This design comes from an exercise in tuning for small area and few clock cycles on the open sky130 flow, not from production work. Function was checked by simulation only, so behaviour that the tests miss may differ from the original. Power figures rest on the tool's default switching activity, not on a simulated workload.

==> design.v <==
module ks_shim_ecc (
    input  wire         clk,
    input  wire         rst_n,
    input  wire         req_valid,
    output wire         req_ready,
    input  wire         req_op,
    input  wire [15:0]  req_word,
    input  wire [127:0] req_data,
    input  wire [79:0]  req_chk,
    output reg          resp_valid,
    output reg  [127:0] resp_data,
    output reg  [15:0]  resp_ce,
    output reg  [15:0]  resp_ue,
    output wire         prom_valid,
    output wire [15:0]  prom_word,
    input  wire [127:0] enc_data,
    output wire [79:0]  enc_chk
);
    genvar g;
    integer i;
    generate
        for (g = 0; g < 16; g = g + 1) begin : g_enc
            wire [7:0] d = enc_data[8*g +: 8];
            wire a = d[0] ^ d[3] ^ d[6];
            wire b = d[1] ^ d[2];
            wire c = d[4] ^ d[5];
            assign enc_chk[5*g+0] = a ^ d[1] ^ d[4];
            assign enc_chk[5*g+1] = a ^ d[2] ^ d[5];
            assign enc_chk[5*g+2] = b ^ d[3] ^ d[7];
            assign enc_chk[5*g+3] = c ^ d[6] ^ d[7];
            assign enc_chk[5*g+4] = b ^ c ^ d[0] ^ d[7];
        end
    endgenerate
    wire [127:0] dec_q;
    wire [15:0]  dec_ce;
    wire [15:0]  dec_ue;
    wire [63:0]  dec_s;
    generate
        for (g = 0; g < 16; g = g + 1) begin : g_dec
            wire [7:0] d = req_data[8*g +: 8];
            wire [4:0] k = req_chk[5*g +: 5];
            wire a  = d[0] ^ d[3] ^ d[6];
            wire b  = d[1] ^ d[2];
            wire c  = d[4] ^ d[5];
            wire s0 = (a ^ d[1]) ^ (d[4] ^ k[0]);
            wire s1 = (a ^ d[2]) ^ (d[5] ^ k[1]);
            wire s2 = (b ^ d[3]) ^ (d[7] ^ k[2]);
            wire s3 = (c ^ d[6]) ^ (d[7] ^ k[3]);
            wire [3:0] s = {s3, s2, s1, s0};
            wire       e = ((a ^ b) ^ (c ^ d[7])) ^ ((k[0] ^ k[1]) ^ (k[2] ^ k[3])) ^ k[4];
            wire       big = s3 & s2 & (s1 | s0);    
            wire       ce = e & ~big;
            wire       ue = e ? big : (s != 4'd0);
            wire [3:0] lo = {s1 & s0, s1 & ~s0, ~s1 & s0, ~s1 & ~s0};
            wire [3:0] hi = {s3 & s2, s3 & ~s2, ~s3 & s2, ~s3 & ~s2};
            wire [7:0] flip = {hi[3] & lo[0], hi[2] & lo[3], hi[2] & lo[2], hi[2] & lo[1],
                               hi[1] & lo[3], hi[1] & lo[2], hi[1] & lo[1], hi[0] & lo[3]};
            assign dec_q[8*g +: 8] = ~((d ~^ flip) | {8{ue}});
            assign dec_ce[g] = ce;
            assign dec_ue[g] = ue;
            assign dec_s[4*g +: 4] = s;
        end
    endgenerate
    reg         sv;
    reg  [15:0] s_word;
    reg  [3:0]  s_byte;
    reg  [3:0]  s_syn;
    reg  [4:0]  p_cnt;
    reg         p_acc;
    reg  [15:0] p_word;
    reg  [3:0]  ptr;
    wire        is_read = req_valid && !req_op;
    wire        blocked = p_acc && (p_cnt[4:1] != 4'd0);
    reg  [15:0] rem;
    reg  [3:0]  first_idx, last_idx;
    reg         have_first;
    always @* begin
        for (i = 0; i < 16; i = i + 1)
            rem[i] = dec_ce[i] && (i >= ptr) && is_read;
        first_idx = 4'd0;
        last_idx  = 4'd0;
        for (i = 15; i >= 0; i = i - 1)
            if (rem[i]) first_idx = i[3:0];
        for (i = 0; i < 16; i = i + 1)
            if (rem[i]) last_idx = i[3:0];
        have_first = (rem != 16'd0);
    end
    function [1:0] sat_add;
        input [1:0] a, b;
        begin
            sat_add[1] = a[1] | b[1] | (a[0] & b[0]);
            sat_add[0] = (a[1] & (b[1] | b[0])) | (b[1] & a[0]) | (a[0] ^ b[0]);
        end
    endfunction
    wire [15:0] c1 = rem;
    wire [15:0] c2;
    wire [7:0]  c4;
    wire [3:0]  c8;
    wire [1:0]  rem_cnt;
    generate
        for (g = 0; g < 8; g = g + 1) begin : g_c2
            assign c2[2*g +: 2] = {c1[2*g] & c1[2*g+1], c1[2*g] ^ c1[2*g+1]};
        end
        for (g = 0; g < 4; g = g + 1) begin : g_c4
            assign c4[2*g +: 2] = sat_add(c2[4*g +: 2], c2[4*g+2 +: 2]);
        end
        for (g = 0; g < 2; g = g + 1) begin : g_c8
            assign c8[2*g +: 2] = sat_add(c4[4*g +: 2], c4[4*g+2 +: 2]);
        end
    endgenerate
    assign rem_cnt = sat_add(c8[1:0], c8[3:2]);
    wire rem_none = (rem_cnt == 2'd0);
    wire rem_one  = (rem_cnt == 2'd1);
    wire rem_two  = (rem_cnt == 2'd2);
    wire avail = !sv && !blocked;
    assign req_ready = rem_none || (rem_one && !blocked) || (rem_two && avail);
    wire accept      = req_valid && req_ready;
    wire accept_read = accept && !req_op;
    wire do_wipe     = accept && req_op;
    wire in_ev    = avail && have_first;
    wire ev_valid = sv || in_ev;
    wire [15:0] ev_word = sv ? s_word : req_word;
    wire [3:0]  ev_byte = sv ? s_byte : first_idx;
    wire [3:0]  ev_syn  = sv ? s_syn  : dec_s[4*first_idx +: 4];
    wire store_ld = accept_read && ((avail && rem_two) || (sv && rem_one));
    reg          v   [0:15];
    reg          two [0:15];
    reg  [23:0]  key [0:15];
    wire [23:0] ev_key = {ev_word, ev_byte, ev_syn};
    reg  [15:0] hit_v;
    reg         hit, hit_two;
    reg         full;
    reg  [15:0] x;
    reg  [15:0] sx;      
    always @* begin
        full = 1'b1;
        for (i = 0; i < 16; i = i + 1) begin
            hit_v[i] = v[i] && (key[i] == ev_key);
            if (!v[i]) full = 1'b0;
        end
        hit = (hit_v != 16'd0);
        hit_two = 1'b0;
        for (i = 0; i < 16; i = i + 1) begin
            if (hit_v[i] && two[i]) hit_two = 1'b1;
            x[i] = !v[i] || (full && !two[i]);
        end
        sx[15] = x[15];
        for (i = 14; i >= 0; i = i - 1)
            sx[i] = sx[i+1] || x[i];
    end
    wire promote = ev_valid && hit && hit_two;
    wire bump    = ev_valid && hit && !hit_two;
    wire insert  = ev_valid && !hit;
    wire no_x    = !sx[0];
    always @(posedge clk) begin
        for (i = 0; i < 16; i = i + 1) begin
            if (insert && (sx[i] || no_x)) begin
                if (i == 0) begin
                    v[i]   <= 1'b1;
                    two[i] <= 1'b0;
                    key[i] <= ev_key;
                end else begin
                    v[i]   <= v[i-1];
                    two[i] <= two[i-1];
                    key[i] <= key[i-1];
                end
            end else begin
                if (promote && hit_v[i]) v[i] <= 1'b0;
                if (bump && hit_v[i])    two[i] <= 1'b1;
            end
            if (!rst_n || do_wipe)
                v[i] <= 1'b0;
        end
    end
    always @(posedge clk) begin
        resp_data <= dec_q;
        resp_ce   <= dec_ce;
        resp_ue   <= dec_ue;
        if (!rst_n) begin
            resp_valid <= 1'b0;
            sv         <= 1'b0;
            ptr        <= 4'd0;
            p_cnt      <= 5'd0;
            p_acc      <= 1'b0;
        end else begin
            resp_valid <= accept_read;
            sv         <= store_ld;
            if (accept || !req_valid)
                ptr <= 4'd0;
            else if (in_ev)
                ptr <= first_idx + 4'd1;
            p_cnt <= p_cnt - {4'd0, prom_valid} + {4'd0, promote};
            p_acc <= !(in_ev && !accept);
        end
        if (store_ld) begin
            s_word <= req_word;
            s_byte <= last_idx;
            s_syn  <= dec_s[4*last_idx +: 4];
        end
        if (promote)
            p_word <= ev_word;
    end
    assign prom_valid = p_acc && (p_cnt != 5'd0);
    assign prom_word  = p_word;
endmodule
==> flow/run.sh <==
#!/bin/bash
# Standard ORFS layout, except that synthesis maps with an area-oriented ABC
# script (flow/abc_area.script, selected through ABC_AREA=1) instead of the
# delay-oriented default.  Everything else is the standard.sh.
set -euo pipefail
rm -rf scripts_mod
cp -r "$FLOW_HOME/scripts" scripts_mod
cp flow/abc_area.script scripts_mod/abc_area.script
bash standard.sh SCRIPTS_DIR="$PWD/scripts_mod" ABC_AREA=1 finish > flow.log 2>&1
==> flow/abc_area.script <==
strash
&get -n
&st
&syn2
&dch -f
&nf -R 1000 -p
&st
&dch -f
&nf -R 1000 -p
&put
topo
==> standard.sh <==
#!/bin/bash
# synth_recipe.tcl (not shown) runs the flow's synth.tcl, then flattens the netlist and writes it again
# the make line also repeats each setting of config.mk as NAME=value (left out here)
make -C /OpenROAD-flow-scripts/flow DESIGN_CONFIG=/design/flow/config.mk WORK_HOME=/design/flow/orfs CLKGATE_MAP_FILE= SYNTH_SCRIPT=/design/flow/synth_recipe.tcl "${@:-finish}"
==> config.mk <==
export PLATFORM = sky130hd
export DESIGN_NAME = ks_shim_ecc
export DESIGN_NICKNAME = ks_shim_ecc
export VERILOG_FILES = /design/flow/design.v
export SDC_FILE = /design/flow/constraint.sdc
export NUM_CORES = 4
export LEC_CHECK = 0
export CAP_MARGIN = 20
export CORE_MARGIN = 2
export CORE_UTILIZATION = 40
export SLEW_MARGIN = 20
==> constraint.sdc <==
create_clock -name core_clock -period 10.0 [get_ports {clk}]
set_input_delay 2.0000 -clock core_clock [delete_from_list [all_inputs] [get_ports {clk}]]
set_output_delay 2.0000 -clock core_clock [all_outputs]
set_load 0.01 [all_outputs]
==> results of run 1 <==
## final cells by class
| class | instances | area, um2 | share of cell area, % |
|---|---|---|---|
| clock buffers | 99 | 1943 | 4.426 |
| repair buffers | 772 | 7382 | 16.81 |
| clock inverters | 31 | 362.8 | 0.8264 |
| flip-flops and latches | 628 | 16970 | 38.64 |
| well taps | 1060 | 1326 | 3.021 |
| multi-input cells | 2199 | 15560 | 35.43 |
| diodes | 4 | 10.01 | 0.02280 |
| inverters | 95 | 357.8 | 0.8150 |
## layer usage
layer  part of all wire [%]  vias to the layer above
li1                       -                    12181
met1                     41                    12344
met2                     49                      962
met3                    7.2                      167
met4                    2.7                        2
met5                 0.0091                        -
## state kept, by name, indices dropped and copies added, names as in the netlist
name / flops
s_word: 16
key: 384
resp_ce: 16
v: 16
p_acc: 1
s_byte: 4
resp_data: 128
p_cnt: 5
s_syn: 4
two: 16
resp_ue: 16
resp_valid: 1
sv: 1
ptr: 4
p_word: 16
## cells in the final DEF, fill, tap and decap left out, types with 23 or more instances in the layout
master | netlist | layout
xor2_1 | 332 | 332
nor3_1 | 50 | 50
clkbuf_1 | 0 | 23
nand3_1 | 38 | 38
clkbuf_16 | 0 | 72
dfxtp_1 | 189 | 188
clkdlybuf4s50_1 | 0 | 614
ha_1 | 34 | 34
o21ai_0 | 138 | 137
buf_4 | 0 | 154
clkinv_1 | 95 | 97
nand2_1 | 181 | 181
nand4_1 | 42 | 42
edfxtp_1 | 439 | 439
o22ai_1 | 37 | 37
a221oi_1 | 30 | 30
nor4_1 | 36 | 35
xnor2_1 | 504 | 504
a21oi_1 | 158 | 155
nor2b_1 | 23 | 23
nor2_1 | 309 | 305
## where the power goes
group	internal (uW)	switching, uW
logic	3260	4680
registers	4870	916
clock network	1550	1090
## cells by family (layout without fill, tap and decap cells)
family	Yosys count	after routing	share of synthesized area (%)
DFF	628	628	52.06
AOI/OAI and AO/OA	500	500	9.491
other	0	4	0
xor gates and xnor gates	837	837	22.54
and+or+nand+nor	767	767	10.75
muxes	60	60	2.699
adders and majority gates	35	35	1.367
buffers and inverters	95	997	1.094
## per-stage QoR
step | total power, uW | cell area, um2 | hold slack (ns)
after floorplan | 9933 | 32630 | 0.4349
after global placement | 13610 | 41560 | 0.4520
after detailed placement | 13650 | 41560 | 0.4564
after CTS | 16360 | 43860 | 0.4690
after global routing | 17320 | 43910 | 0.4772
final | 16370 | 43910 | 0.4693
## repair_timing
item / 4_1_cts / 5_1_grt
endpoints found under the setup margin: 0 / 2
buffers inserted: 0 / 3
gates resized for setup: 0 / 3
## final timing paths
check          startpoint  depth (start not counted)  slack [ns]         to
max          req_data[29]                         20        0.35  req_ready
min reg2reg     key[4][6]                          0        0.47  key[5][6]
min             key[4][6]                          0        0.47  key[5][6]
max reg2reg            sv                         28        2.90   p_cnt[4]
==> impl_metrics.ini, run 1 <==
[floorplan]
design.portCount = 615
die_x_um = 289.4
initial_core_util_pct = 40.46
die_y_um = 289.4
dieArea_um2 = 83770
fp.coreArea_um2 = 80550
num_rows = 104

[routing]
wl_per_cell_um = 22.56
first_pass_iters = 5
route.detailed.drc = 0
routed_wl_mm = 110.3
drtIter0Drc = 2023
vias = 25656
via_per_inst = 5.249
detail-route-antenna-nets = 0

[setup_path]
path_cells = clkdlybuf4s50_1 > xor2_1 > xnor2_1 > xnor2_1 > clkinv_1 > nand2_1 > a21oi_1 > or3_1 > ha_1 > ha_1 > a21o_1 > a21o_1 > ha_1 > a221o_1 > ha_1 > a21oi_1 > o21ai_0 > o31a_1 > a21oi_2 > clkdlybuf4s50_1
cpPeakStageDelay_ns = 0.67
cp.required_ns = 8.00
path_common_cell = ha_1
crit_fanout = 6
worst-path-buf-inv = 3
path_delay_family = compound AO/OA/AOI/OAI gates
cp-start-kind = primary input
worstSetupPathType = in -> out
endpoint_kind = output pin
worst_path_max_delay_cell = clkdlybuf4s50_1
arrival_ns = 7.65

[cells_and_area]
instances_no_fill = 4888
fillers = 7016
drive_gt1_share_pct = 8.264
layout.nets = 4159
syn_to_final_growth_pct = 34.73
fin_util_pct = 54.51

[synthesis]
postSynth.asyncResetShare_pct = 0
syn_area_per_cell_um2 = 11.15
netlist.area_leader.share_pct = 40.45
synth_common_cells = xnor2_1, edfxtp_1, xor2_1
yosys.area.top_type = edfxtp_1
ys_seq_area_share_pct = 52.06
synthMostInstantiatedCell = xnor2_1
netlist-cell-type-count = 53
synth.ff_latch_count = 628
syn_area_um2 = 32590
synth_edf_count = 439
syn_nets = 3313
netlist_instances = 2922
yosys_warnings = 4
synth_ff_type = edfxtp_1
synth.area.top_cells = edfxtp_1, xnor2_1, dfxtp_1, xor2_1, nor2_1

[grt]
grtUsageMet1_pct = 32.89
grt_pass1_vias = 25592
grt-ovfl-total = 0
use_met3_pct = 5.913
grt_busiest_layer = met2
grt_use_met2_pct = 43.32
grt.total_usage_pct = 25.73
grt_start_max_net_pins = 34
antenna_found_initial = 6
grt_pass1_wl_mm = 161.7

[timing]
fin_ws_ns = 0.3476
relSlewSlack_pct = 26.16
hold_violations = 0
finClkSkew_ns = 0.01714
slew_violations = 0
fin_crit_sh_pct = 96.52
rsz0062_at_grt = false
tightest_slew_ns = 1.080
fin_crit_ns = 9.652
setup_viol = 0
setup_tns_ns = 0
fmax_mhz = 103.6

[clocking]
h-tree-depth = 3
ctsLongestPathBuffers = 3
cts_tree = done
ctsHoldBuffers = 0
clockRootBuffer = clkbuf_16
clkSinkCount = 628
clock_latency_ns = 0.62
clk_pin_slew_worst_paths_ns = 0.06
cts_buffers = 72

[power]
leakagePower_uw = 0.01534
irDropWorstVdd_mv = 0.2544
p_per_area_nw_per_um2 = 372.8

[run_status]
outcome = no timing/DRC/antenna violations

[placement]
post-place-cells = 4751
portBuffers = 614
dpl.hpwl_mm = 88.34
gp_congestion = 0.9466
pre_cts_ws_ns = -0.005330

[worst_hold_path]
min_path_type = reg -> reg

[job]
cap_violations = 0
Testbench counts, summed over its fixed seeds: cycles 24,630.
==> run 2: changes to the inputs <==
==> flow/run.sh (replaced) <==
#!/bin/bash
# Standard ORFS layout, except that synthesis maps with an area-oriented ABC
# script (flow/abc_area.script, selected through ABC_AREA=1) instead of the
# delay-oriented default, and without the half/full-adder extraction pass.
# Everything else is the standard.sh.
set -euo pipefail
rm -rf scripts_mod
cp -r "$FLOW_HOME/scripts" scripts_mod
cp flow/abc_area.script scripts_mod/abc_area.script
bash standard.sh SCRIPTS_DIR="$PWD/scripts_mod" ABC_AREA=1 ADDER_MAP_FILE= finish > flow.log 2>&1
--- a/config.mk
+++ b/config.mk
@@ -10,2 +10,5 @@
 export CORE_UTILIZATION = 40
+export CTS_BUF_LIST = sky130_fd_sc_hd__clkbuf_8
+export CTS_CLUSTER_DIAMETER = 60
+export CTS_CLUSTER_SIZE = 15
 export SLEW_MARGIN = 20
==> impl_metrics.ini, run 2 <==
[floorplan]
fp.coreArea_um2 = 79260
design.portCount = 615
initial_core_util_pct = 40.58
dieArea_um2 = 82690
die_y_um = 287.6
num_rows = 103
die_x_um = 287.6

[setup_path]
endpoint_kind = register
endpoint = p_cnt[4]
worst_path_max_delay_cell = clkdlybuf4s50_1
cpPeakStageDelay_ns = 0.55
cp.required_ns = 10.66
cp.depth = 39
ff2ff_path_depth = 32
path_delay_family = compound AO/OA/AOI/OAI gates
crit_fanout = 19
worstSetupStartpoint = req_data[108]
worstSetupPathType = in -> reg
worst-path-buf-inv = 3
arrival_ns = 9.89
worst-r2r-setup-slack_ns = 3.04
reg2reg_to = p_cnt[4]
r2r-start = ptr[1]
path_common_cell = o21ai_0
cp-start-kind = primary input

[timing]
fmax_mhz = 108.4
tightest_slew_ns = 0.9574
slew_violations = 0
finClkSkew_ns = 0.05411
relSlewSlack_pct = 34.81
rsz0062_at_grt = false
fin_ws_ns = 0.7712
fin_crit_ns = 9.229
fin_crit_sh_pct = 92.29
setup_tns_ns = 0
hold_violations = 0
setup_viol = 0

[clocking]
ctsLongestPathBuffers = 3
cts_tree = done
cts_buffers = 59
clkSinkCount = 628
clk_pin_slew_worst_paths_ns = 0.10
h-tree-depth = 2
clockRootBuffer = clkbuf_8
clock_latency_ns = 0.73

[routing]
drtIter0Drc = 1943
first_pass_iters = 6
detail-route-antenna-nets = 0
via_per_inst = 5.263
routed_wl_mm = 107.3
wl_per_cell_um = 22.33
route.detailed.drc = 0
vias = 25289

[power]
leakagePower_uw = 0.01449
power_frac_comb_pct = 47.6
internal-power_uw = 8090
clockPowerShare_pct = 12.1
p_switching_uw = 5824
irDropWorstVdd_mv = 0.2315
switching_share_pct = 41.86
seqPwrFrac_pct = 40.3
p_per_area_nw_per_um2 = 330.3

[cells_and_area]
top_regs = key: 384 flops, resp_data: 128 flops
multi_input_area_um2 = 15250
mostFrequentLayoutCell = clkdlybuf4s50_1
seqCellArea_um2 = 16970
top_register = key
drive_gt1_share_pct = 6.921
instances_no_fill = 4805
fillers = 7078
largest_reg_flops = 384
layout.nets = 4057
layout_common_cells = clkdlybuf4s50_1, xnor2_1, edfxtp_1
syn_to_final_growth_pct = 31.00

[synthesis]
syn_area_um2 = 32160
ys_seq_area_share_pct = 52.75
netlist-cell-type-count = 52
synthMostInstantiatedCell = xnor2_1
yosys_warnings = 4
postSynth.asyncResetShare_pct = 0
syn_nets = 3263
synth_ff_type = edfxtp_1
netlist_instances = 2907
netlist.area_leader.share_pct = 40.99
synth_edf_count = 439
syn_area_per_cell_um2 = 11.06
synth_common_cells = xnor2_1, edfxtp_1, xor2_1
yosys.area.top_type = edfxtp_1
synth.area.top_cells = edfxtp_1, xnor2_1, dfxtp_1, xor2_1, nor2_1
synth.ff_latch_count = 628

[grt]
grt-ovfl-total = 0
grt_start_max_net_pins = 28
grt_pass1_vias = 25050
grt.total_usage_pct = 25.35
grt_pass1_wl_mm = 157.6
antenna_found_initial = 15

[placement]
dpl.hpwl_mm = 86.05
gp_congestion = 0.9472
portBuffers = 614
post-place-cells = 4689
pre_cts_ws_ns = 0.08056

[worst_hold_path]
min_path_type = reg -> reg

[run_status]
outcome = no timing/DRC/antenna violations

[job]
cap_violations = 0
[run 2: cell count changes after synthesis, sizes merged, moves of 12 or more]
cell / before / now
o21ai: 138 / 170
mux4: 22 / 10
clkinv: 95 / 67
nand4: 42 / 29
xor2: 332 / 376
ha: 34 / 0
[run 2: how the worst min path moves through the flow]
stage / start / end / slack (ns) / cells past startpoint
2_1_floorplan: p_cnt[4] / p_cnt[4] / 0.43 / 2
3_3_place_gp: p_cnt[4] / p_cnt[4] / 0.45 / 2
3_5_place_dp: key[6][3] / key[7][3] / 0.46 / 0
4_1_cts: key[12][3] / key[13][3] / 0.47 / 0
5_1_grt: key[6][8] / key[7][8] / 0.47 / 0
6_report: key[8][3] / key[9][3] / 0.47 / 0
[run 2: through the flow]
stage	hold WS, ns	utilization [%]	power [uW]	instance area (um2)
after floorplan	0.4283	-	9160	32220
final	0.4679	53.16	13910	42130
after global routing	0.4722	53.15	14750	42130
after CTS	0.4677	53.09	13930	42080
after global placement	0.4473	51.51	12190	40830
after detailed placement	0.4555	51.51	12210	40830
[run 2: final cells by class]
class,instances,share of cell area [%]
Clock inverter,39,0.9058
Clock buffer,63,2.058
Sequential cell,628,40.28
Multi-Input combinational cell,2212,36.19
Tap cell,1050,3.118
Timing Repair Buffer,733,16.76
Inverter,67,0.6148
Antenna cell,13,0.07722
[run 2: cells by family after synthesis]
logic type / synth area share, %
and+or+nand+nor: 10.93
DFF: 52.75
xor gates and xnor gates: 23.72
buffers and inverters: 0.7820
AOI/OAI and AO/OA: 10.20
muxes: 1.615
[run 2: timing repair]
action                     CTS  global route
hold buffers                 0             0
setup buffers                0             0
setup endpoints to repair    0             1
gates resized for setup      0             1
[run 2: layer usage]
| metal | global-route usage, % | share of wire (%) | vias up |
|---|---|---|---|
| li1 | - | - | 12021 |
| met1 | 30.81 | 40 | 12116 |
| met2 | 42.97 | 49 | 955 |
| met3 | 6.561 | 7.6 | 193 |
| met4 | 9.779 | 3.7 | 4 |
| met5 | 0 | 0.022 | - |
[run 2: power groups by stage]
| stage | Combinational (uW) | Clock, uW | Sequential, uW |
|---|---|---|---|
| floorplan | 3710 | 0 | 5450 |
| global placement | 6550 | 0 | 5640 |
| detailed placement | 6570 | 0 | 5640 |
| CTS | 6610 | 1730 | 5600 |
| global route | 7180 | 1820 | 5740 |
| finish | 6620 | 1680 | 5610 |
==> run 3: changes to the inputs <==
--- a/config.mk
+++ b/config.mk
@@ -9,3 +9,3 @@
 export CORE_MARGIN = 2
-export CORE_UTILIZATION = 40
+export CORE_UTILIZATION = 55
 export CTS_BUF_LIST = sky130_fd_sc_hd__clkbuf_8
==> impl_metrics.ini, run 3 <==
[cells_and_area]
top_register = key
instances_no_fill = 4509
seqCellArea_um2 = 16970
layout.nets = 4052
drive_gt1_share_pct = 6.522
fin_util_pct = 71.69
fillers = 4233
top_regs = key: 384 flops, resp_data: 128 flops
largest_reg_flops = 384
layout_common_cells = clkdlybuf4s50_1, xnor2_1, edfxtp_1
mostFrequentLayoutCell = clkdlybuf4s50_1
finalInstanceArea_um2 = 41440
syn_to_final_growth_pct = 28.85
multi_input_area_um2 = 15140

[setup_path]
cpPeakStageDelay_ns = 0.58
path_common_cell = o21ai_0
ff2ff_path_depth = 28
cp.required_ns = 10.63
worst_path_max_delay_cell = and2_0
worstSetupPathType = in -> reg
arrival_ns = 9.86
crit_fanout = 11
endpoint_kind = register
cp-start-kind = primary input

[synthesis]
syn_nets = 3263
yosys.area.top_type = edfxtp_1
netlist.area_leader.share_pct = 40.99
synth_common_cells = xnor2_1, edfxtp_1, xor2_1
netlist_instances = 2907
synthMostInstantiatedCell = xnor2_1
synth.area.top_cells = edfxtp_1, xnor2_1, dfxtp_1, xor2_1, nor2_1
synth_ff_type = edfxtp_1
synth_edf_count = 439
postSynth.asyncResetShare_pct = 0
syn_area_um2 = 32160
ys_seq_area_share_pct = 52.75
yosys_warnings = 4
syn_area_per_cell_um2 = 11.06
synth.ff_latch_count = 628
netlist-cell-type-count = 52

[run_status]
outcome = no timing/DRC/antenna violations

[floorplan]
num_rows = 88
die_x_um = 245.8
design.portCount = 615
die_y_um = 245.8
fp.coreArea_um2 = 57810
initial_core_util_pct = 55.64
dieArea_um2 = 60430

[clocking]
clk_pin_slew_worst_paths_ns = 0.10
clockRootBuffer = clkbuf_8
cts_buffers = 54
h-tree-depth = 2
clock_latency_ns = 0.71
clkSinkCount = 628
ctsHoldBuffers = 0
ctsLongestPathBuffers = 3
cts_tree = done

[timing]
fin_crit_sh_pct = 92.31
relSlewSlack_pct = 24.76
tightest_slew_ns = 1.126
fin_crit_ns = 9.231
rsz0062_at_grt = false
worst_hold_slack_ns = 0.4656
hold_violations = 0
finClkSkew_ns = 0.03875
fmax_mhz = 108.3
slew_violations = 0
setup_viol = 0

[grt]
grt_pass1_wl_mm = 152.9
antenna_found_initial = 6
grt-ovfl-total = 0
grt_start_max_net_pins = 31
grt_pass1_vias = 26295
grt.total_usage_pct = 32.89

[routing]
via_per_inst = 5.758
dr_wl_met3_mm = 8.970
wl_per_cell_um = 22.55
top_layer = met5
route.detailed.drc = 0
first_pass_iters = 7
routed_wl_mm = 101.7
drtIter0Drc = 1967
drt-met1-wl_mm = 38.30
detail-route-antenna-nets = 0
dr_wl_met2_mm = 51.08
vias = 25962

[power]
leakagePower_uw = 0.01446
finalPower_uw = 13820
p_per_area_nw_per_um2 = 333.5
irDropWorstVdd_mv = 0.2700

[job]
cap_violations = 0

[placement]
post-place-cells = 4391
portBuffers = 614
gp_congestion = 0.9536
place_area_um2 = 40240
dpl.hpwl_mm = 79.72

[worst_hold_path]
hold-path-cell-count = 0
min_path_type = reg -> reg
==> run 3: cell counts after synthesis <==
No cell type changed its count.
==> run 3: final cells by class <==
class	count	share of cell area, %
repair buffers	733	17.06
multi-input cells	2212	36.53
diodes	3	0.01812
well taps	765	2.310
inverters	67	0.6250
clock inverters	46	0.6914
clock buffers	55	1.827
flip-flops and latches	628	40.95
==> run 3: path summary, 6_finish.rpt <==
kind | start | end | slack, ns
max | req_data[105] | p_cnt[4] | 0.77
min | key[1][4] | key[2][4] | 0.47
min reg2reg | key[1][4] | key[2][4] | 0.47
max reg2reg | ptr[3] | p_cnt[4] | 3.11
==> run 3: metrics by stage <==
| step | setup WS [ns] | TNS [ns] |
|---|---|---|
| 4_1_cts | 0.6893 | 0 |
| 6_report | 0.7690 | 0 |
| 5_1_grt | 0.06871 | 0 |
| 3_3_place_gp | 0.001456 | 0 |
| 3_5_place_dp | -0.03616 | -0.5716 |
| 2_1_floorplan | 0.01098 | 0 |
==> run 3: kinds of logic (layout without fill, tap and decap cells) <==
| group | count (synthesis) | in the layout | synth area share (%) |
|---|---|---|---|
| buf+inv | 67 | 901 | 0.7820 |
| other cells | 0 | 3 | 0 |
| compound gates | 531 | 531 | 10.20 |
| mux | 39 | 39 | 1.615 |
| simple gates | 771 | 771 | 10.93 |
| xor+xnor | 871 | 871 | 23.72 |
| flops | 628 | 628 | 52.75 |
==> run 3: power breakdown <==
| group | internal [uW] | switching (uW) | leakage, uW |
|---|---|---|---|
| combinational | 2790 | 3920 | 0.00783 |
| sequential | 4720 | 921 | 0.00600 |
| clock | 564 | 912 | 0.000629 |
| total | 8070 | 5750 | 0.0145 |
==> run 3: layer usage <==
layer / GRT usage (%) / vias to the layer above
met3: 7.639 / 195
met4: 11.03 / 6
li1: - / 11995
met1: 40.11 / 12491
met5: 0 / -
met2: 57.25 / 1275
==> run 3: critical path: cells and delay by family <==
| kind | cells | cell delay, ns |
|---|---|---|
| and+or+nand+nor | 13 | 3.04 |
| xor gates and xnor gates | 5 | 0.89 |
| buffers and inverters | 4 | 1.04 |
| AOI/OAI and AO/OA | 16 | 2.89 |
==> run 3: repair_timing <==
action	CTS	global route
hold endpoints to repair	0	0
endpoints found under the setup margin	0	99
resized for setup	0	1
setup buffers	0	13
==> run 4: changes to the inputs <==
--- a/design.v
+++ b/design.v
@@ -49,3 +49,3 @@
             wire [3:0] s = {s3, s2, s1, s0};
-            wire       e = ((a ^ b) ^ (c ^ d[7])) ^ ((k[0] ^ k[1]) ^ (k[2] ^ k[3])) ^ k[4];
+            wire       e = (s2 ^ s3) ^ ((d[0] ^ d[7]) ^ (k[0] ^ k[1]) ^ k[4]);
             wire       big = s3 & s2 & (s1 | s0);    
==> impl_metrics.ini, run 4 <==
[setup_path]
endpoint_kind = register
worstSetupPathType = in -> reg
worst-r2r-setup-slack_ns = 2.54
r2r-start = sv
cp.required_ns = 10.16
worst_path_max_delay_cell = clkinv_1
reg2reg_to = key[7][1]
arrival_ns = 9.48
cp-start-kind = primary input
crit_fanout = 24
cpPeakStageDelay_ns = 0.73
worstSetupStartpoint = req_data[105]
ff2ff_path_depth = 20

[clocking]
cts_resized = 0
cts_tree = done
ctsHoldBuffers = 0
clk_pin_slew_worst_paths_ns = 0.11
clock_latency_ns = 0.72
clockRootBuffer = clkbuf_8
clkSinkCount = 628
h-tree-depth = 2
cts_setup_buffers = 0
cts_buffers = 55
ctsLongestPathBuffers = 3

[cells_and_area]
syn_to_final_growth_pct = 29.29
top_register = key
layout.nets = 4131
instances_no_fill = 4590
top_regs = key: 384 flops, resp_data: 128 flops
multi_input_area_um2 = 15160
drive_gt1_share_pct = 6.333
fillers = 4241
largest_reg_flops = 384
mostFrequentLayoutCell = clkdlybuf4s50_1
layout_common_cells = clkdlybuf4s50_1, xnor2_1, edfxtp_1
seqCellArea_um2 = 16970

[floorplan]
die_y_um = 246.0
fp.coreArea_um2 = 57810
die_x_um = 246.0
initial_core_util_pct = 55.73
num_rows = 88
design.portCount = 615
dieArea_um2 = 60520

[synthesis]
netlist-cell-type-count = 51
synth.ff_latch_count = 628
yosys.area.top_type = edfxtp_1
syn_area_per_cell_um2 = 10.81
yosys_warnings = 4
synth_common_cells = xnor2_1, edfxtp_1, xor2_1
syn_nets = 3335
synth.area.top_cells = edfxtp_1, xnor2_1, dfxtp_1, xor2_1, nor2_1
postSynth.asyncResetShare_pct = 0
netlist_instances = 2979
synth_edf_count = 439
ys_seq_area_share_pct = 52.67
syn_area_um2 = 32210
synth_ff_type = edfxtp_1
synthMostInstantiatedCell = xnor2_1
netlist.area_leader.share_pct = 40.92

[timing]
rsz0062_at_grt = false
worst_hold_slack_ns = 0.4486
relSlewSlack_pct = 23.92
setup_viol = 0
setup_tns_ns = 0
fmax_mhz = 107.3
tightest_slew_ns = 1.119
hold_violations = 0
slew_violations = 0
finClkSkew_ns = 0.05013
fin_crit_sh_pct = 93.22
fin_crit_ns = 9.322

[placement]
dpl.hpwl_mm = 79.39
portBuffers = 614
post-place-cells = 4483
gp_congestion = 1.004

[routing]
route.detailed.drc = 0
drtIter0Drc = 2039
wl_per_cell_um = 22.06
vias = 26163
routed_wl_mm = 101.3
via_per_inst = 5.700
first_pass_iters = 6
detail-route-antenna-nets = 0

[grt]
grt-ovfl-total = 0
grtUsageMet1_pct = 40.55
grt_start_max_net_pins = 60
grt_use_met2_pct = 56.14
grt.total_usage_pct = 32.51
grt_pass1_vias = 26179
use_met3_pct = 7.070
antenna_found_initial = 7
grt_pass1_wl_mm = 151.6
grt_busiest_layer = met2

[worst_hold_path]
hold_end = key[8][1]
hold-path-cell-count = 0
hp-start = key[7][1]
min_path_type = reg -> reg

[power]
power_frac_comb_pct = 45.2
p_per_area_nw_per_um2 = 311.4
switching_share_pct = 40.62
finalPower_uw = 12970
leakagePower_uw = 0.01460
internal-power_uw = 7701
seqPwrFrac_pct = 42.5
clockPowerShare_pct = 12.3
p_switching_uw = 5267
irDropWorstVdd_mv = 0.2353

[job]
cap_violations = 0

[run_status]
outcome = no timing/DRC/antenna violations
-- run 4: per-layer routing --
layer	routed length (um)	up-vias
met5	39	-
met4	3369	6
met3	8759	229
met2	49980	1257
met1	39110	12469
li1	-	12202
-- run 4: layout make-up --
cell class / count / share of cell area (%)
antenna: 4 / 0.02403
clock buffer: 57 / 1.884
clock inverter: 46 / 0.9223
inverter: 57 / 0.5618
multi-input combinational: 2294 / 36.41
sequential: 628 / 40.74
tap: 765 / 2.298
timing repair buffer: 739 / 17.16
-- run 4: power by group through the flow --
| stage | clock, uW | combinational, uW | sequential (uW) |
|---|---|---|---|
| detailed placement | 0 | 5780 | 5530 |
| finish | 1600 | 5860 | 5510 |
| floorplan | 0 | 3290 | 5310 |
| CTS | 1620 | 5820 | 5500 |
| global placement | 0 | 5640 | 5510 |
| global route | 1710 | 6320 | 5630 |
-- run 4: worst max-delay path: cells and delay by family --
family	cells	cell delay (ns)
and+or+nand+nor	11	2.35
AOI/OAI and AO/OA	14	2.66
buffers and inverters	5	1.81
xor gates and xnor gates	3	0.66
-- run 4: how the worst max path moves through the flow --
stage,endpoint,slack (ns),cells past startpoint
after floorplan,key[14][0],0.09,30
after detailed placement,key[14][23],-0.11,33
final,key[7][1],0.68,33
after global routing,p_cnt[4],0.005,43
after CTS,key[14][22],0.61,33
after global placement,key[14][18],0.15,33
-- run 4: logic make-up (layout without fill, tap and decap cells) --
| group | Yosys count | after routing | share of synthesized area, % |
|---|---|---|---|
| muxes | 32 | 32 | 1.002 |
| and+or+nand+nor | 849 | 849 | 11.94 |
| buffers and inverters | 57 | 899 | 0.6642 |
| AOI/OAI and AO/OA | 572 | 572 | 10.85 |
| other | 0 | 4 | 0 |
| xor gates and xnor gates | 841 | 841 | 22.87 |
| DFF | 628 | 628 | 52.67 |
-- run 4: metrics by stage --
step | utilization, % | area, um2 | setup slack [ns]
final | 72.05 | 41650 | 0.6780
after floorplan | - | 32240 | 0.08764
after detailed placement | 69.98 | 40450 | -0.1118
after CTS | 72.00 | 41620 | 0.6088
after global routing | 72.05 | 41650 | 0.004572
after global placement | 69.98 | 40450 | 0.1516
Testbench counts of run 4, summed over its fixed seeds: cycles 24,630.
==> run 5: changes to the inputs <==
==> flow/abc_area.script (replaced) <==
strash
&get -n
&st
&syn2
&dch -f
&nf -R 1000 -p
&st
&dch -f
&nf -R 1000 -p
&put
mfs3 -a
topo
--- a/config.mk
+++ b/config.mk
@@ -7,5 +7,5 @@
 export LEC_CHECK = 0
-export CAP_MARGIN = 20
+export CAP_MARGIN = 0
 export CORE_MARGIN = 2
-export CORE_UTILIZATION = 55
+export CORE_UTILIZATION = 40
 export CTS_BUF_LIST = sky130_fd_sc_hd__clkbuf_8
@@ -13,2 +13,2 @@
 export CTS_CLUSTER_SIZE = 15
-export SLEW_MARGIN = 20
+export SLEW_MARGIN = 0
==> impl_metrics.ini, run 5 <==
[cells_and_area]
multi_input_area_um2 = 15020
fillers = 7191
mostFrequentLayoutCell = clkdlybuf4s50_1
layout_common_cells = clkdlybuf4s50_1, xnor2_1, edfxtp_1
layout.nets = 4092
top_regs = key: 384 flops, resp_data: 128 flops
top_register = key
largest_reg_flops = 384
drive_gt1_share_pct = 6.106
seqCellArea_um2 = 16970
syn_to_final_growth_pct = 31.14

[routing]
vias = 25181
drt-met1-wl_mm = 40.76
routed_wl_mm = 103.6
detail-route-antenna-nets = 0
route.detailed.drc = 0
drtIter0Drc = 1518
via_per_inst = 5.203
wl_per_cell_um = 21.40
dr_wl_met3_mm = 6.176
first_pass_iters = 5
top_layer = met4
dr_wl_met2_mm = 53.14

[clocking]
cts_buffers = 56
cts_resized = 0
clock_latency_ns = 0.72
ctsLongestPathBuffers = 3
cts_setup_buffers = 0
clkSinkCount = 628
ctsHoldBuffers = 0
h-tree-depth = 2
clk_pin_slew_worst_paths_ns = 0.11
cts_tree = done
clockRootBuffer = clkbuf_8

[synthesis]
muxShareOfSynthArea_pct = 1.008
netlist_instances = 2948
syn_area_per_cell_um2 = 10.86
syn_area_um2 = 32020
synth.ff_latch_count = 628
postSynth.asyncResetShare_pct = 0
ys_seq_area_share_pct = 52.99
synthSimpleGateAreaFrac_pct = 11.51
synth_xor_area_share_pct = 22.65
yosys_warnings = 4
yosys.area.top_type = edfxtp_1
synthAdderAreaFrac_pct = 0
synth_common_cells = xnor2_1, edfxtp_1, xor2_1
synth-compound-area-share_pct = 10.92
synth_ff_type = edfxtp_1
netlist.area_leader.share_pct = 41.18
synthMostInstantiatedCell = xnor2_1
synth_top_family_by_area = XOR/XNOR gates
synth_edf_count = 439
netlist-cell-type-count = 53
synth.area.top_cells = edfxtp_1, xnor2_1, dfxtp_1, xor2_1, nor2_1
syn_nets = 3304

[worst_hold_path]
hp-start = key[1][8]
hold_end = key[2][8]
min_path_type = reg -> reg
hold-path-cell-count = 0

[setup_path]
ff2ff_path_depth = 27
worst_path_max_delay_cell = nor3_1
worst-path-buf-inv = 7
path_common_cell = nor2_1
cp-start-kind = primary input
crit_fanout = 28
worst-r2r-setup-slack_ns = 3.24
worstSetupPathType = in -> reg
arrival_ns = 9.90
endpoint_kind = register
path_delay_family = simple AND/OR/NAND/NOR gates
r2r-start = ptr[3]
cpPeakStageDelay_ns = 0.65
reg2reg_to = v[12]
cp.required_ns = 10.58

[timing]
setup_tns_ns = 0
fin_crit_sh_pct = 93.24
tightest_slew_ns = 1.269
fmax_mhz = 107.3
finClkSkew_ns = 0.04610
slew_violations = 0
worst_hold_slack_ns = 0.4637
relSlewSlack_pct = 15.42
setup_viol = 0
hold_violations = 0
rsz0062_at_grt = false
fin_crit_ns = 9.324

[job]
cap_violations = 0

[power]
irDropWorstVdd_mv = 0.2997
p_per_area_nw_per_um2 = 340.5
leakagePower_uw = 0.01461
finalPower_uw = 14300

[grt]
grt_pass1_vias = 25058
grt.total_usage_pct = 24.42
grt_start_max_net_pins = 57
grt-ovfl-total = 0
antenna_found_initial = 5
grt_pass1_wl_mm = 153.3

[placement]
gp_congestion = 0.9369
portBuffers = 614
dpl.hpwl_mm = 82.98

[floorplan]
die_y_um = 286.9
fp.coreArea_um2 = 79130
initial_core_util_pct = 40.46
num_rows = 103
design.portCount = 615
die_x_um = 286.9
dieArea_um2 = 82320

[run_status]
outcome = no timing/DRC/antenna violations
run 5: changes by cell type in the layout (fill, tap and decap cells not counted), sizes merged, moves of 9 or more:
cell    change
clkinv     +26
xor2       +10
nor2        -9
nand2      -18
xnor2      -23
buf         -9
run 5: layout make-up:
cell class	count	share of cell area [%]
flip-flops and latches	628	40.41
clock buffers	59	1.934
repair buffers	730	17.01
clock inverters	46	0.9923
diodes	7	0.04172
multi-input cells	2242	35.78
inverters	78	0.7003
well taps	1050	3.129
run 5: worst max path at each step:
stage                     slack, ns       end  cells past startpoint          start
after floorplan                0.17  p_cnt[4]                     39  req_data[105]
after global placement         0.21      v[8]                     37  req_data[105]
after detailed placement       0.08     v[14]                     37  req_data[105]
after CTS                      0.81     v[14]                     37  req_data[105]
after global routing           0.05      v[2]                     37  req_data[105]
final                          0.68     v[12]                     37  req_data[105]
run 5: power by group:
part           switching (uW)  internal (uW)
Sequential                879           4800
Combinational            4160           2790
Clock                     949            726
Total                    5990           8310
run 5: worst register-to-register path: stages, from the launching register on:
cell      delay, ns
dfxtp_1        0.42
nor3_1         0.47
nor2b_1        0.18
a21oi_1        0.44
or2_0          0.31
a21oi_1        0.07
nor2_1         0.12
nor2_1         0.05
buf_4          0.17
nand2_1        0.25
clkinv_1       0.31
a221oi_1       0.33
o21ai_0        0.13
a32oi_1        0.27
nor2_1         0.10
a21oi_2        0.12
buf_4          0.32
xor2_1         0.21
nand3_1        0.09
nor3_1         0.65
a22oi_1        0.19
o2111a_1       0.17
nand4_1        0.12
nor2b_4        0.17
buf_4          0.38
clkinv_1       0.29
o21ai_0        0.23
a21oi_1        0.10
run 5: kinds of logic after synthesis:
logic type	count (synthesis)
xor gates and xnor gates	828
buffers and inverters	78
and+or+nand+nor	812
muxes	32
DFF	628
AOI/OAI and AO/OA	570
run 5: per-stage QoR:
stage,instances,utilization (%),setup slack (ns),cell area [um2]
after floorplan,2948,-,0.1729,32040
after global placement,4728,51.49,0.2137,40740
after detailed placement,4728,51.49,0.07940,40740
after CTS,4833,53.04,0.8078,41970
after global routing,4839,53.06,0.05173,41980
final,4840,53.06,0.6760,41990
run 5: layer usage:
metal | GRT usage [%] | vias up
met3 | 5.032 | 198
met2 | 43.93 | 815
met5 | 0 | -
met1 | 28.84 | 12091
li1 | - | 12077
met4 | 8.281 | 0
==> run 6: changes to the inputs <==
--- a/config.mk
+++ b/config.mk
@@ -9,3 +9,3 @@
 export CORE_MARGIN = 2
-export CORE_UTILIZATION = 40
+export CORE_UTILIZATION = 60
 export CTS_BUF_LIST = sky130_fd_sc_hd__clkbuf_8
==> impl_metrics.ini, run 6 <==
[clocking]
cts_buffers = 52
clkSinkCount = 628
cts_tree = done
cts_resized = 0
cts_setup_buffers = 0
ctsHoldBuffers = 0
ctsLongestPathBuffers = 3
clockRootBuffer = clkbuf_8
clock_latency_ns = 0.73
h-tree-depth = 2
clk_pin_slew_worst_paths_ns = 0.10

[synthesis]
netlist-cell-type-count = 53
syn_nets = 3304
ys_seq_area_share_pct = 52.99
synth_ff_type = edfxtp_1
synth-compound-area-share_pct = 10.92
netlist.area_leader.share_pct = 41.18
synth.area.top_cells = edfxtp_1, xnor2_1, dfxtp_1, xor2_1, nor2_1
yosys_warnings = 4
postSynth.asyncResetShare_pct = 0
netlist_instances = 2948
syn_area_um2 = 32020
muxShareOfSynthArea_pct = 1.008
synthAdderAreaFrac_pct = 0
syn_area_per_cell_um2 = 10.86
synth_top_family_by_area = XOR/XNOR gates
yosys.area.top_type = edfxtp_1
synthMostInstantiatedCell = xnor2_1
synth_xor_area_share_pct = 22.65
synthSimpleGateAreaFrac_pct = 11.51
synth_edf_count = 439
synth_common_cells = xnor2_1, edfxtp_1, xor2_1
synth.ff_latch_count = 628

[cells_and_area]
syn_to_final_growth_pct = 29.47
fillers = 3141
layout.nets = 4112
instances_no_fill = 4507
mostFrequentLayoutCell = clkdlybuf4s50_1
top_register = key
drive_gt1_share_pct = 6.321
top_regs = key: 384 flops, resp_data: 128 flops
largest_reg_flops = 384
finalInstanceArea_um2 = 41450
layout_common_cells = clkdlybuf4s50_1, xnor2_1, edfxtp_1

[grt]
grt_pass1_vias = 27857
grt.total_usage_pct = 40.78
grt_pass1_wl_mm = 169.9
grt-ovfl-total = 0
grt_start_max_net_pins = 36
antenna_found_initial = 28

[timing]
fin_crit_sh_pct = 96.04
tightest_slew_ns = 1.396
setup_tns_ns = 0
worst_hold_slack_ns = 0.4426
slew_violations = 0
finClkSkew_ns = 0.06090
fmax_mhz = 104.1
setup_viol = 0
hold_violations = 0
relSlewSlack_pct = 5.933
fin_crit_ns = 9.604

[routing]
wl_per_cell_um = 25.82
drtIter0Drc = 3364
vias = 27829
routed_wl_mm = 116.4
first_pass_iters = 6
route.detailed.drc = 0
via_per_inst = 6.175
detail-route-antenna-nets = 0

[power]
irDropWorstVdd_mv = 0.2580
power_frac_comb_pct = 50.9
leakagePower_uw = 0.01463
seqPwrFrac_pct = 39.4
p_switching_uw = 6400
finalPower_uw = 14620
internal-power_uw = 8224
switching_share_pct = 43.77
p_per_area_nw_per_um2 = 352.8
clockPowerShare_pct = 9.8

[floorplan]
initial_core_util_pct = 60.80
design.portCount = 615
num_rows = 84
die_y_um = 235.0
fp.coreArea_um2 = 52660
dieArea_um2 = 55220
die_x_um = 235.0

[setup_path]
path_common_cell = o21ai_0
arrival_ns = 10.19
cpPeakStageDelay_ns = 0.72
worst_path_max_delay_cell = xor2_1
endpoint_kind = register
worstSetupPathType = in -> reg
worst-r2r-setup-slack_ns = 2.33
ff2ff_path_depth = 24
r2r-start = sv
cp.required_ns = 10.59
crit_fanout = 28
reg2reg_to = v[8]
cp-start-kind = primary input

[run_status]
outcome = no timing/DRC/antenna violations

[worst_hold_path]
hp-start = key[5][2]
hold_end = key[6][2]
hold-path-cell-count = 0
min_path_type = reg -> reg

[placement]
portBuffers = 614
gp_congestion = 1.047
place_area_um2 = 40390
dpl.hpwl_mm = 93.07
post-place-cells = 4390

[job]
cap_violations = 0
==> run 6: changes by cell type in the layout (fill, tap and decap cells not counted), moves of 3 or more <==
cell / previous run / this run
buf_4: 106 / 129
bufinv_16: 6 / 1
clkbuf_8: 59 / 53
clkinv_2: 4 / 1
clkinv_4: 1 / 4
diode_2: 7 / 22
inv_1: 23 / 29
inv_6: 6 / 3
mux2i_2: 1 / 12
mux2i_4: 16 / 5
==> run 6: power groups by stage <==
stage | Sequential (uW) | Combinational, uW | Clock (uW)
2_1_floorplan | 5540 | 3840 | 0
6_report | 5760 | 7440 | 1430
3_5_place_dp | 5750 | 7180 | 0
4_1_cts | 5700 | 7230 | 1430
3_3_place_gp | 5630 | 6870 | 0
5_1_grt | 5840 | 7840 | 1520
==> run 6: worst max-delay path by stage <==
stage          cells after the start       end          start  slack, ns
2_1_floorplan                     39  p_cnt[4]  req_data[105]       0.17
3_3_place_gp                      34      v[8]   req_data[79]       0.37
3_5_place_dp                      32      v[8]   req_data[79]       0.07
4_1_cts                           31      v[8]   req_data[55]       0.75
5_1_grt                           34      v[8]   req_data[47]     -0.009
6_report                          31      v[8]   req_data[55]       0.40
==> run 6: critical path: cells and delay by family <==
family          cells  cell delay, ns
xor+xnor            3            1.13
simple gates       10            2.58
buf+inv             4            1.64
compound gates     14            2.84
==> run 6: cells by family after synthesis <==
kind of cell	after synthesis
AOI/OAI and AO/OA	570
DFF	628
and+or+nand+nor	812
buffers and inverters	78
muxes	32
xor gates and xnor gates	828
==> run 6: cell type report <==
type	count	area [um2]	area share, %
multi-input combinational	2242	14950	36.06
clock buffer	53	729.5	1.760
tap	688	860.8	2.077
sequential	628	16970	40.94
timing repair buffer	754	7335	17.69
clock inverter	42	262.8	0.6339
antenna	22	55.05	0.1328
inverter	78	294.0	0.7094
==> run 6: per-stage QoR <==
stage | setup WS, ns | util [%]
2_1_floorplan | 0.1729 | -
3_3_place_gp | 0.3738 | 76.70
3_5_place_dp | 0.07020 | 76.70
4_1_cts | 0.7464 | 78.58
5_1_grt | -0.008621 | 78.71
6_report | 0.3960 | 78.72
==> run 6: metal layers <==
layer,part of all wire [%],track usage (%),routed length [um],vias up
li1,-,-,-,12107
met5,0.046,0,54,-
met3,12,10.50,14450,366
met2,47,66.43,54540,2091
met4,5.2,19.35,6008,8
met1,35,50.90,41300,13257
==> run 7: changes to the inputs <==
--- a/design.v
+++ b/design.v
@@ -49,3 +49,3 @@
             wire [3:0] s = {s3, s2, s1, s0};
-            wire       e = (s2 ^ s3) ^ ((d[0] ^ d[7]) ^ (k[0] ^ k[1]) ^ k[4]);
+            wire       e = ((a ^ b) ^ (c ^ d[7])) ^ ((k[0] ^ k[1]) ^ (k[2] ^ k[3])) ^ k[4];
             wire       big = s3 & s2 & (s1 | s0);    
@@ -64,3 +64,3 @@
     reg         sv;
-    reg  [15:0] s_word;
+    reg  [15:0] w_last;      
     reg  [3:0]  s_byte;
@@ -69,3 +69,2 @@
     reg         p_acc;
-    reg  [15:0] p_word;
     reg  [3:0]  ptr;
@@ -115,3 +114,2 @@
     wire avail = !sv && !blocked;
-    assign req_ready = rem_none || (rem_one && !blocked) || (rem_two && avail);
     wire accept      = req_valid && req_ready;
@@ -121,3 +119,3 @@
     wire ev_valid = sv || in_ev;
-    wire [15:0] ev_word = sv ? s_word : req_word;
+    wire [15:0] ev_word = sv ? w_last : req_word;
     wire [3:0]  ev_byte = sv ? s_byte : first_idx;
@@ -154,2 +152,4 @@
     wire no_x    = !sx[0];
+    assign req_ready = rem_none || (rem_one && !blocked && !(sv && promote)) ||
+                       (rem_two && avail);
     always @(posedge clk) begin
@@ -194,4 +194,5 @@
         end
+        if (store_ld || in_ev)
+            w_last <= req_word;
         if (store_ld) begin
-            s_word <= req_word;
             s_byte <= last_idx;
@@ -199,7 +200,5 @@
         end
-        if (promote)
-            p_word <= ev_word;
     end
     assign prom_valid = p_acc && (p_cnt != 5'd0);
-    assign prom_word  = p_word;
+    assign prom_word  = w_last;
 endmodule
==> flow/run.sh (replaced) <==
#!/bin/bash
# Standard ORFS layout, except that synthesis maps with an area-oriented ABC
# script (flow/abc_area.script, selected through ABC_AREA=1) instead of the
# delay-oriented default.  Everything else is the standard.sh.
set -euo pipefail
rm -rf scripts_mod
cp -r "$FLOW_HOME/scripts" scripts_mod
cp flow/abc_area.script scripts_mod/abc_area.script
bash standard.sh SCRIPTS_DIR="$PWD/scripts_mod" ABC_AREA=1 finish > flow.log 2>&1
==> flow/abc_area.script (replaced) <==
strash
&get -n
&st
&syn2
&dch -f
&nf -R 1000 -p
&st
&dch -f
&nf -R 1000 -p
&put
topo
==> config.mk (replaced) <==
export PLATFORM = sky130hd
export DESIGN_NAME = ks_shim_ecc
export DESIGN_NICKNAME = ks_shim_ecc
export VERILOG_FILES = /design/flow/design.v
export SDC_FILE = /design/flow/constraint.sdc
export NUM_CORES = 4
export LEC_CHECK = 0
export CAP_MARGIN = 20
export CORE_MARGIN = 2
export CORE_UTILIZATION = 40
export SLEW_MARGIN = 20
==> impl_metrics.ini, run 7 <==
[clocking]
h-tree-depth = 3
clkSinkCount = 612
cts_buffers = 71
ctsLongestPathBuffers = 3
clock_latency_ns = 0.63
cts_tree = done
clockRootBuffer = clkbuf_16
clk_pin_slew_worst_paths_ns = 0.06

[floorplan]
fp.coreArea_um2 = 79260
die_x_um = 287.4
die_y_um = 287.4
dieArea_um2 = 82600
num_rows = 103
design.portCount = 615
initial_core_util_pct = 40.53

[synthesis]
syn_area_um2 = 32130
synth_edf_count = 423
netlist-cell-type-count = 55
yosys_warnings = 4
synth.ff_latch_count = 612
synthMostInstantiatedCell = xnor2_1
synth.area.top_cells = edfxtp_1, xnor2_1, dfxtp_1, xor2_1, nor2_1
netlist.area_leader.share_pct = 39.54
netlist_instances = 2951
syn_area_per_cell_um2 = 10.89
ys_seq_area_share_pct = 51.32
postSynth.asyncResetShare_pct = 0
syn_nets = 3342
synth_common_cells = xnor2_1, edfxtp_1, nor2_1
yosys.area.top_type = edfxtp_1
synth_ff_type = edfxtp_1

[timing]
relSlewSlack_pct = 27.46
fin_crit_sh_pct = 97.66
fmax_mhz = 102.4
hold_violations = 0
tightest_slew_ns = 1.083
finClkSkew_ns = 0.02113
setup_viol = 0
fin_ws_ns = 0.2339
fin_crit_ns = 9.766
slew_violations = 0

[setup_path]
cpPeakStageDelay_ns = 0.51
path_common_cell = buf_4
worst-r2r-setup-slack_ns = 2.75
arrival_ns = 7.77
crit_fanout = 7
worstSetupStartpoint = req_data[115]
reg2reg_to = p_cnt[4]
cp-start-kind = primary input
r2r-start = sv
endpoint_kind = output pin
worst_path_max_delay_cell = mux4_2
cp.required_ns = 8.00
worstSetupPathType = in -> out
ff2ff_path_depth = 34

[grt]
grt.total_usage_pct = 24.74
grt_pass1_wl_mm = 156.6
grt-ovfl-total = 0
grt_start_max_net_pins = 30
antenna_found_initial = 3
grt_pass1_vias = 26917

[power]
leakagePower_uw = 0.01696
irDropWorstVdd_mv = 0.3107
switching_share_pct = 40.33
power_frac_comb_pct = 52.7
p_switching_uw = 7055
finalPower_uw = 17490
seqPwrFrac_pct = 32.5
p_per_area_nw_per_um2 = 377.6
clockPowerShare_pct = 14.8
internal-power_uw = 10440

[routing]
first_pass_iters = 5
detail-route-antenna-nets = 0
routed_wl_mm = 104.8
wl_per_cell_um = 20.15
vias = 26428
route.detailed.drc = 0
drtIter0Drc = 1590
via_per_inst = 5.078

[worst_hold_path]
hold-path-cell-count = 0
hold_end = key[5][19]
hp-start = key[4][19]
min_path_type = reg -> reg

[cells_and_area]
top_regs = key: 384 flops, resp_data: 128 flops
drive_gt1_share_pct = 16.18
largest_reg_flops = 384
mostFrequentLayoutCell = clkdlybuf4s50_1
layout.nets = 4488
top_register = key
layout_common_cells = clkdlybuf4s50_1, xnor2_1, buf_4
syn_to_final_growth_pct = 44.22

[placement]
dpl.hpwl_mm = 84.32
pre_cts_ws_ns = -0.9530
gp_congestion = 0.9103
portBuffers = 614

[job]
cap_violations = 0

[run_status]
outcome = no timing/DRC/antenna violations
## run 7: cell count changes in the layout (fill, tap and decap cells not counted), sizes merged, moves of 32 or more
cell    previous run  this run
buf              140       457
o21ai            186       134
clkbuf            53        97
nand2            219       175
xnor2            475       519
ha                 0        34
clkinv            83       115
## run 7: how the worst max path moves through the flow
stage	cells past startpoint	end	slack, ns
floorplan	31	req_ready	0.001
global placement	34	req_ready	-0.85
detailed placement	34	req_ready	-0.95
CTS	36	req_ready	0.003
global route	37	req_ready	-0.1
finish	37	req_ready	0.23
## run 7: layout make-up
class	instances	area [um2]
antenna	1	2.502
clock buffer	95	1919
clock inverter	34	400.4
fill	6793	32920
inverter	97	367.9
multi-input combinational	2243	16000
sequential	612	16490
tap	1050	1314
timing repair buffer	1072	9846
## run 7: logic make-up (layout without fill, tap and decap cells)
kind of cell	count (synthesis)	count (layout)	synth area share, %
other	0	1	0
xor gates and xnor gates	841	841	22.93
AOI/OAI and AO/OA	535	536	10.36
DFF	612	612	51.32
muxes	46	46	1.718
and+or+nand+nor	784	784	11.13
buffers and inverters	97	1298	1.133
adders and majority gates	36	36	1.418
## run 7: worst max-delay path: cells and delay by family
| family | cells | cell delay (ns) |
|---|---|---|
| simple gates | 7 | 0.66 |
| compound gates | 13 | 1.85 |
| xor+xnor | 5 | 0.81 |
| fa+ha+maj | 1 | 0.20 |
| mux | 1 | 0.51 |
| buf+inv | 10 | 1.71 |
## run 7: power by group through the flow
| stage | Combinational (uW) | Clock [uW] | Sequential, uW |
|---|---|---|---|
| final | 9220 | 2590 | 5680 |
| after global routing | 9930 | 2740 | 5820 |
| after CTS | 8880 | 2640 | 5670 |
| after detailed placement | 8590 | 0 | 5700 |
| after global placement | 8500 | 0 | 5680 |
| after floorplan | 4390 | 0 | 5630 |
## run 7: repair_timing
item / 4_1_cts / 5_1_grt
resized for setup: 29 / 63
endpoints found under the setup margin: 1 / 1
cloned: 2 / 3
pin swaps: 14 / 35
hold buffers: 0 / 0
setup buffers: 3 / 16
## run 7: layer usage
| layer | GRT usage, % | vias to the layer above | routed length, um |
|---|---|---|---|
| met3 | 5.651 | 161 | 6262 |
| li1 | - | 12855 | - |
| met5 | 0 | - | 40 |
| met2 | 45.28 | 754 | 54540 |
| met4 | 7.018 | 6 | 2832 |
| met1 | 28.69 | 12652 | 41170 |
## run 7: per-stage QoR
stage	util (%)	instances	cell area [um2]	setup TNS, ns	hold WS [ns]
floorplan	-	2951	32240	0	0.4349
global placement	54.74	5050	43380	-0.8489	0.4469
detailed placement	54.74	5050	43380	-0.9530	0.4547
CTS	57.87	5184	45870	0	0.4515
global route	58.46	5203	46330	-0.09749	0.4734
finish	58.46	5204	46330	0	0.4561
Testbench counts of run 7, summed over its fixed seeds: cycles 24,708.
==> run 8: changes to the inputs <==
--- a/design.v
+++ b/design.v
@@ -64,3 +64,3 @@
     reg         sv;
-    reg  [15:0] w_last;      
+    reg  [15:0] s_word;
     reg  [3:0]  s_byte;
@@ -69,2 +69,3 @@
     reg         p_acc;
+    reg  [15:0] p_word;
     reg  [3:0]  ptr;
@@ -114,2 +115,4 @@
     wire avail = !sv && !blocked;
+    assign req_ready = (rem_none && !(req_op && sv)) || (rem_one && !blocked) ||
+                       (rem_two && avail);
     wire accept      = req_valid && req_ready;
@@ -118,6 +121,12 @@
     wire in_ev    = avail && have_first;
-    wire ev_valid = sv || in_ev;
-    wire [15:0] ev_word = sv ? w_last : req_word;
-    wire [3:0]  ev_byte = sv ? s_byte : first_idx;
-    wire [3:0]  ev_syn  = sv ? s_syn  : dec_s[4*first_idx +: 4];
+    wire sel_v    = sv || in_ev;
+    wire [15:0] sel_word = sv ? s_word : req_word;
+    wire [3:0]  sel_byte = sv ? s_byte : first_idx;
+    wire [3:0]  sel_syn  = sv ? s_syn  : dec_s[4*first_idx +: 4];
+    reg         e_v;
+    reg         e_acc;
+    reg  [15:0] e_word;
+    reg  [3:0]  e_byte;
+    reg  [3:0]  e_syn;
+    wire        ev_valid = e_v;
     wire store_ld = accept_read && ((avail && rem_two) || (sv && rem_one));
@@ -126,3 +135,3 @@
     reg  [23:0]  key [0:15];
-    wire [23:0] ev_key = {ev_word, ev_byte, ev_syn};
+    wire [23:0] ev_key = {e_word, e_byte, e_syn};
     reg  [15:0] hit_v;
@@ -152,4 +161,2 @@
     wire no_x    = !sx[0];
-    assign req_ready = rem_none || (rem_one && !blocked && !(sv && promote)) ||
-                       (rem_two && avail);
     always @(posedge clk) begin
@@ -181,2 +188,3 @@
             sv         <= 1'b0;
+            e_v        <= 1'b0;
             ptr        <= 4'd0;
@@ -187,2 +195,3 @@
             sv         <= store_ld;
+            e_v        <= sel_v;
             if (accept || !req_valid)
@@ -192,7 +201,6 @@
             p_cnt <= p_cnt - {4'd0, prom_valid} + {4'd0, promote};
-            p_acc <= !(in_ev && !accept);
-        end
-        if (store_ld || in_ev)
-            w_last <= req_word;
+            p_acc <= !(e_v && !e_acc && !accept_read);
+        end
         if (store_ld) begin
+            s_word <= req_word;
             s_byte <= last_idx;
@@ -200,5 +208,11 @@
         end
+        e_acc  <= sv || accept;
+        e_word <= sel_word;
+        e_byte <= sel_byte;
+        e_syn  <= sel_syn;
+        if (promote)
+            p_word <= e_word;
     end
     assign prom_valid = p_acc && (p_cnt != 5'd0);
-    assign prom_word  = w_last;
+    assign prom_word  = p_word;
 endmodule
==> flow/run.sh (replaced) <==
#!/bin/bash
# Standard ORFS layout, except that synthesis maps with an area-oriented ABC
# script (flow/abc_area.script, selected through ABC_AREA=1) instead of the
# delay-oriented default, and without the half/full-adder extraction pass.
# Everything else is the standard.sh.
set -euo pipefail
rm -rf scripts_mod
cp -r "$FLOW_HOME/scripts" scripts_mod
cp flow/abc_area.script scripts_mod/abc_area.script
bash standard.sh SCRIPTS_DIR="$PWD/scripts_mod" ABC_AREA=1 ADDER_MAP_FILE= finish > flow.log 2>&1
--- a/config.mk
+++ b/config.mk
@@ -10,2 +10,5 @@
 export CORE_UTILIZATION = 40
+export CTS_BUF_LIST = sky130_fd_sc_hd__clkbuf_8
+export CTS_CLUSTER_DIAMETER = 60
+export CTS_CLUSTER_SIZE = 15
 export SLEW_MARGIN = 20
==> impl_metrics.ini, run 8 <==
[synthesis]
synth_common_cells = xnor2_1, edfxtp_1, xor2_1
synth.ff_latch_count = 654
netlist-cell-type-count = 57
syn_nets = 3287
netlist_instances = 2931
syn_area_per_cell_um2 = 11.20
synth.area.top_cells = edfxtp_1, dfxtp_1, xnor2_1, xor2_1, nor2_1
synthMostInstantiatedCell = xnor2_1
postSynth.asyncResetShare_pct = 0
netlist.area_leader.share_pct = 40.15
synth_edf_count = 439
synth_ff_type = edfxtp_1
syn_area_um2 = 32830
yosys.area.top_type = edfxtp_1
ys_seq_area_share_pct = 53.26
yosys_warnings = 4

[cells_and_area]
layout_common_cells = clkdlybuf4s50_1, xnor2_1, edfxtp_1
layout.nets = 4032
top_register = key
fillers = 7437
mostFrequentLayoutCell = clkdlybuf4s50_1
syn_to_final_growth_pct = 28.43
seqCellArea_um2 = 17490
largest_reg_flops = 384
instances_no_fill = 4803
top_regs = key: 384 flops, resp_data: 128 flops
multi_input_area_um2 = 14830
drive_gt1_share_pct = 4.642

[run_status]
outcome = no timing/DRC/antenna violations

[routing]
detail-route-antenna-nets = 0
first_pass_iters = 5
route.detailed.drc = 0
drtIter0Drc = 2124
routed_wl_mm = 117.2
wl_per_cell_um = 24.41
via_per_inst = 5.451
vias = 26182

[floorplan]
die_y_um = 290.5
fp.coreArea_um2 = 81720
design.portCount = 615
die_x_um = 290.5
initial_core_util_pct = 40.18
num_rows = 105
dieArea_um2 = 84390

[setup_path]
worstSetupPathType = in -> out
reg2reg_to = p_cnt[4]
r2r-start = e_word[12]
worst-r2r-setup-slack_ns = 3.73
crit_fanout = 11
arrival_ns = 7.31
cp.required_ns = 8.00
cp-start-kind = primary input
endpoint_kind = output pin
path_cells = clkdlybuf4s50_1 > xor2_1 > xnor2_1 > xnor2_1 > or2_0 > nand2_1 > a21oi_1 > nand2_1 > nor2_1 > nor2b_1 > nor2_1 > xor2_1 > o21ai_0 > or2_0 > nand2b_1 > nand2b_1 > o21ai_0 > clkdlybuf4s50_1
worst_path_max_delay_cell = xnor2_1
cpPeakStageDelay_ns = 0.77
worstSetupStartpoint = req_data[109]
ff2ff_path_depth = 20

[clocking]
cts_tree = done
h-tree-depth = 2
clk_pin_slew_worst_paths_ns = 0.09
cts_buffers = 59
clockRootBuffer = clkbuf_8
clkSinkCount = 654
cts_resized = 0
ctsHoldBuffers = 0
ctsLongestPathBuffers = 3
cts_setup_buffers = 0
clock_latency_ns = 0.75

[timing]
fin_crit_ns = 9.308
hold_violations = 0
worst_hold_slack_ns = 0.4481
tightest_slew_ns = 1.120
finClkSkew_ns = 0.03543
setup_tns_ns = 0
fmax_mhz = 107.4
relSlewSlack_pct = 25.33
slew_violations = 0
rsz0062_at_grt = false
fin_crit_sh_pct = 93.08
setup_viol = 0

[grt]
grt_busiest_layer = met2
grt_start_max_net_pins = 58
grt_use_met2_pct = 46.90
use_met3_pct = 5.896
grt-ovfl-total = 0
grt.total_usage_pct = 27.01
grt_pass1_wl_mm = 171.3
grtUsageMet1_pct = 32.64
antenna_found_initial = 9
grt_pass1_vias = 25997

[placement]
dpl.hpwl_mm = 89.87
gp_congestion = 0.9156
portBuffers = 614
post-place-cells = 4685

[power]
irDropWorstVdd_mv = 0.1446
finalPower_uw = 12380
leakagePower_uw = 0.01433
p_per_area_nw_per_um2 = 293.7

[worst_hold_path]
hp-start = s_syn[0]
hold_end = e_syn[0]
hold-path-cell-count = 2
min_path_type = reg -> reg

[job]
cap_violations = 0
## run 8: cell types whose count changed after synthesis, moves of 23 or more
cell,before,now
o2bb2ai_1,0,47
a22o_1,1,47
dfxtp_1,189,215
nor2_1,335,251
o22ai_1,39,96
nor4_1,36,59
clkinv_1,97,144
xnor2_1,519,443
ha_1,34,0
mux2i_1,36,10
a21oi_1,171,86
xor2_1,322,352
## run 8: critical path: cells and delay by family
kind	cells	cell delay, ns
AND/OR/NAND/NOR	9	1.50
XOR/XNOR	4	1.49
AO/OA/AOI/OAI	3	0.95
buffers and inverters	2	1.35
## run 8: logic make-up after synthesis
group	Yosys count	synth area share (%)
AOI/OAI and AO/OA	573	11.81
xor gates and xnor gates	795	21.21
muxes	38	1.608
DFF	654	53.26
and+or+nand+nor	727	10.46
buffers and inverters	144	1.646
## run 8: per-layer routing
metal	vias to the layer above	part of all wire, %
li1	12153	-
met1	12597	39
met2	1152	49
met3	276	7.9
met4	4	4.3
met5	-	0.028
## run 8: layout make-up
class | instances | share of cell area, %
Clock buffer | 62 | 2.024
Sequential cell | 654 | 41.47
Timing Repair Buffer | 684 | 15.84
Multi-Input combinational cell | 2133 | 35.18
Inverter | 144 | 1.282
Tap cell | 1070 | 3.175
Clock inverter | 50 | 0.9911
Antenna cell | 6 | 0.03561
## run 8: stage by stage
stage / setup slack (ns) / instance area [um2] / util (%)
floorplan: 0.6441 / 32830 / -
global placement: 0.9391 / 40850 / 49.99
detailed placement: 0.8216 / 40860 / 50.01
CTS: 0.7636 / 42130 / 51.56
global route: 0.3197 / 42160 / 51.59
finish: 0.6923 / 42170 / 51.60
## run 8: how the worst max path moves through the flow
| stage | slack [ns] | cells past startpoint | end |
|---|---|---|---|
| after global routing | 0.32 | 18 | req_ready |
| after detailed placement | 0.82 | 18 | req_ready |
| after floorplan | 0.64 | 18 | s_byte[0] |
| after CTS | 0.76 | 18 | req_ready |
| after global placement | 0.94 | 18 | req_ready |
| final | 0.69 | 18 | req_ready |
## run 8: where the power goes
group          switching (uW)  leakage [uW]  total (uW)  internal, uW
combinational            3250       0.00765        5460          2210
sequential                816       0.00597        5170          4350
clock                    1020      0.000719        1750           733
total                    5090        0.0143       12400          7300
Testbench counts of run 8, summed over its fixed seeds: cycles 24,634.

Re-timed with assumed drivers on the ports (clkbuf_16 on the clock, buf_2 on other inputs), run 8 has 0.650 ns of setup slack against 0.692 ns with ideal ports, and 0.650 ns once port delays also move by the mid clock arrival of 0.797 ns.
